This design comes from an exercise in tuning for small area and a short achievable clock period on the open sky130 flow, not from production work. At most, simulation tests tie the RTL to the original design; equivalence was not proved.

== rev 12 ==
Design arb_bank, start of the top module:
module arb_bank (
    input  wire        clk,
    input  wire        rst,           
    input  wire [18:0] req_valid,
    input  wire [75:0] req_len,       
    input  wire [5:0]  req_lnk_rt,    
    output wire [18:0] req_ready,
    input  wire        cfg_we,
    input  wire [4:0]  cfg_addr,      
    input  wire [15:0] cfg_wdata,
    output reg         gnt_valid,
    output reg  [4:0]  gnt_id,
    output reg  [4:0]  owner,         
    output reg  [3:0]  rt_run,
    output reg  [15:0] floor_cnt,
    output reg  [15:0] lfsr
);
Size in the first run: roughly 3400 cells after synthesis, ~190 I/O pins.
Settings: LEC_CHECK=0, ABC_AREA=1, CAP_MARGIN=40, CORE_MARGIN=2, CORE_UTILIZATION=40, CTS_BUF_LIST=sky130_fd_sc_hd__clkbuf_8, CTS_CLUSTER_DIAMETER=45, CTS_CLUSTER_SIZE=14, SLEW_MARGIN=40; clock period 62.0 ns.
standard.sh (not shown) runs the stock make flow with config.mk's settings and CLKGATE_MAP_FILE= SYNTH_SCRIPT=/design/flow/synth_recipe.tcl, a recipe that flattens the netlist after the stock synthesis.
==> flow/flow/run.sh <==
#!/bin/bash
set -euo pipefail
R=orfs/results/sky130hd/arb_bank/base
bash standard.sh synth > synth_make.log 2>&1
python3 flow/fa_polarity.py $R/1_2_yosys.v > fa_polarity.log 2>&1
touch $R/1_2_yosys.v
bash standard.sh SETUP_SLACK_MARGIN=48 BUFFER_PORTS_ARGS='-buffer_cell sky130_fd_sc_hd__buf_1' finish > layout_make.log 2>&1
Other scripts of this flow, unchanged in this note and not shown: flow/flow/fa_polarity.py
[inputs] rev 13 vs rev 12
--- a/flow/design.v
+++ b/flow/design.v
@@ -146,17 +146,17 @@
     wire [11:0] s1011 = rca(m[10], m[11]);
     wire [11:0] s1213 = rca(m[12], m[13]);
     wire [11:0] s0_3  = rca(s01, s23);
     wire [11:0] s4_7  = rca(s45, s67);
     wire [11:0] s8_11 = rca(s89, s1011);
     wire [11:0] s12_14 = rca(s1213, m[14]);
     wire [11:0] s0_7  = rca(s0_3, s4_7);
     wire [11:0] s8_14 = rca(s8_11, s12_14);
-    wire [11:0] tsum  = rca(s0_7, s8_14);
+    wire [11:0] tsum  = s0_7 + s8_14;
     wire [11:0] P [0:14];
     assign P[0]  = m[0];
     assign P[1]  = s01;
     assign P[2]  = rca(s01, m[2]);
     assign P[3]  = s0_3;
     assign P[4]  = rca(s0_3, m[4]);
     assign P[5]  = rca(s0_3, s45);
     assign P[6]  = rca(P[5], m[6]);
@@ -233,28 +233,34 @@
         for (gi = 0; gi < N; gi = gi + 1) begin : old
             assign osel[gi] = cand[gi] & &(ordm[gi*N +: N] | ~cand);
         end
     endgenerate
     assign gsel = use_old ? osel : lot;
     reg [4:0] win_old, win_lot;
     reg [3:0] len_old, len_lot;
     always @* begin
-        win_old = 5'd0; win_lot = 5'd0;
+        win_old = 5'd0;
         len_old = 4'd0; len_lot = 4'd0;
         for (i = 0; i < N; i = i + 1) begin
             if (osel[i]) begin
                 win_old = win_old | i[4:0];
                 len_old = len_old | plen[i];
             end
-            if (lot[i]) begin
-                win_lot = win_lot | i[4:0];
+            if (lot[i])
                 len_lot = len_lot | plen[i];
-            end
-        end
+        end
+    end
+    always @* begin
+        win_lot[4] = ~gt[11];
+        win_lot[3] = ~gt[5] & gt[11];
+        win_lot[2] = (~gt[3] & gt[5]) | (~gt[7] & gt[11]);
+        win_lot[1] = (~gt[1] & gt[3]) | (~gt[5] & gt[7]) | (~gt[9] & gt[11]) | ~gt[13];
+        win_lot[0] = (gt[1] & ~gt[0]) | (gt[3] & ~gt[2]) | (gt[5] & ~gt[4]) | (gt[7] & ~gt[6]) |
+                     (gt[9] & ~gt[8]) | (gt[11] & ~gt[10]) | (gt[13] & ~gt[12]);
     end
     wire [4:0] win  = use_old ? win_old : win_lot;
     wire [3:0] wlen = use_old ? len_old : len_lot;
     always @(posedge clk) begin
         if (rst) begin
             beats_left <= 4'd0;
             gnt_valid  <= 1'b0;
             gnt_id     <= 5'd0;
## What came out
Looking at worst setup path startpoint, the slot[4].be.p result is from rev 12; the slot[18].be.p one comes from rev 13. From rev 12 to rev 13, remaining global-route overflow did not move at all. Delta (rev 13 minus rev 12): die area saw an increase; first-pass iteration count of the detailed router saw an increase. | slew at the pin with the worst max-slew slack | rev 13 vs rev 12 | 61 ps lower |.


## red
arb_bank again, from the RTL that the note above started with.
Design arb_bank, start of the top module:
module arb_bank (
    input  wire        clk,
    input  wire        rst,           
    input  wire [18:0] req_valid,
    input  wire [75:0] req_len,       
    input  wire [5:0]  req_lnk_rt,    
    output wire [18:0] req_ready,
    input  wire        cfg_we,
    input  wire [4:0]  cfg_addr,      
    input  wire [15:0] cfg_wdata,
    output reg         gnt_valid,
    output reg  [4:0]  gnt_id,
    output reg  [4:0]  owner,         
    output reg  [3:0]  rt_run,
    output reg  [15:0] floor_cnt,
    output reg  [15:0] lfsr
);
    localparam N = 19;
    function can_rt;
        input integer id;
        can_rt = (id >= 6 && id <= 15);
    endfunction
    function can_be;
        input integer id;
        can_be = !(id >= 6 && id <= 9);
    endfunction
    function [7:0] ticket_reset;
        input integer id;
        begin
            if (id <= 3)       ticket_reset = 8'd32;
            else if (id <= 5)  ticket_reset = 8'd64;
            else if (id <= 17) ticket_reset = 8'd16;
            else               ticket_reset = 8'd32;
        end
    endfunction
    wire [N-1:0] prt;         
    wire [N-1:0] pbe;         
    wire [N-1:0] pend = prt | pbe;
    wire [N-1:0] take = req_valid & ~pend;
    wire [N-1:0] gsel;        
    wire         decide;
    wire [N-1:0] grant = gsel & {N{decide}};
    assign req_ready = ~pend;
    reg  [3:0] plen [0:N-1];
    wire [7:0] tk   [0:N-1];
    genvar gi, gj;
    generate
        for (gi = 0; gi < N; gi = gi + 1) begin : slot
            always @(posedge clk)
                if (take[gi]) plen[gi] <= req_len[4*gi +: 4];
            if (can_rt(gi)) begin : rt
                reg p;
                wire cls = (gi >= 10) ? req_lnk_rt[(gi >= 10) ? gi-10 : 0] : 1'b1;
                always @(posedge clk)
                    if (rst) p <= 1'b0;
  ...
clock: 62.0 ns
lec_check: 0
abc_area: 1
cap_margin: 40
core_margin: 2
core_utilization: 40
cts_buf_list: sky130_fd_sc_hd__clkbuf_8
cts_cluster_diameter: 45
cts_cluster_size: 14
slew_margin: 40
Scripts as last shown in full above: flow/flow/run.sh
Other scripts of this flow, unchanged in this note and not shown: flow/flow/fa_polarity.py
Looking at the reports, red completed the entire flow and the layout it produced met the timing, DRC and antenna checks.
[inputs] purple vs red
--- a/flow/design.v
+++ b/flow/design.v
@@ -55,30 +55,30 @@
                     if (rst) p <= 1'b0;
                     else if (take[gi]) p <= cls;
                     else if (grant[gi]) p <= 1'b0;
                 assign prt[gi] = p;
             end else begin : nrt
                 assign prt[gi] = 1'b0;
             end
             if (can_be(gi)) begin : be
                 reg p;
                 wire cls = (gi >= 10 && gi <= 15) ? ~req_lnk_rt[(gi >= 10 && gi <= 15) ? gi-10 : 0] : 1'b1;
-                reg [7:0] t;
+                reg [7:0] tn;    
                 always @(posedge clk)
                     if (rst) p <= 1'b0;
                     else if (take[gi]) p <= cls;
                     else if (grant[gi]) p <= 1'b0;
                 always @(posedge clk)
                     if (rst || (cfg_we && cfg_addr == gi))
-                        t <= rst ? ticket_reset(gi) : cfg_wdata[7:0];
+                        tn <= ~(rst ? ticket_reset(gi) : cfg_wdata[7:0]);
                 assign pbe[gi] = p;
-                assign tk[gi] = t;
+                assign tk[gi] = ~tn;
             end else begin : nbe
                 assign pbe[gi] = 1'b0;
                 assign tk[gi] = 8'd0;
             end
         end
     endgenerate
     wire [N*N-1:0] ordm;     
     generate
         for (gi = 0; gi < N; gi = gi + 1) begin : row
             for (gj = 0; gj < N; gj = gj + 1) begin : col
==> summary.txt <==
- Between red and purple, the worst hold margin figures differ only marginally.
- Delta (purple minus red): core utilization picked up an extra 1.4 points; sequential cell area barely changed; number of buffers created by CTS now larger; depth of the CTS H-tree rose 1.
- Run comparison: red start point of the critical path slot[2].be.p; purple start point of the critical path slot[0].be.p
- Diff red and purple: global-route wire length before repair higher in purple
- Re relative area change from synthesis to final layout: red was lower than purple.
Only the layout flow was run in purple; the RTL was not checked for function there.

-- afterwards: timing with drivers on the ports --
How much do the figures lean on ideal ports? The routed layouts below were timed once more, with nothing changed but the port constraints. Step 1 assumes that a clkbuf_16 drives the clock port and a buf_2 every other input. Step 2, shift: input delay + t, output delay - t, t = (earliest + latest rising clock arrival at the registers) / 2. This alone moves slack from input paths to output paths. Slacks: ideal ports / drivers / drivers and shift; pairs: ideal ports / drivers.
run	t, ns	slack for setup (ns)	hold WS [ns]	worst data-port slew with drivers (ns)	cell pins on the clock port's net
rev 12	0.738	48.008 / 47.947 / 47.406	0.466 / 0.466 / 0.466	0.08	1
rev 13	0.701	48.054 / 47.997 / 47.444	0.472 / 0.472 / 0.472	0.05	1
red	0.759	48.043 / 47.987 / 47.370	0.469 / 0.469 / 0.469	0.06	1
purple	0.751	48.014 / 47.949 / 47.411	0.470 / 0.470 / 0.470	0.10	1
After both steps every run listed still meets setup and hold. For red, which loses most, drivers alone change the setup slack by -0.056 ns; drivers and shift together by -0.673 ns.
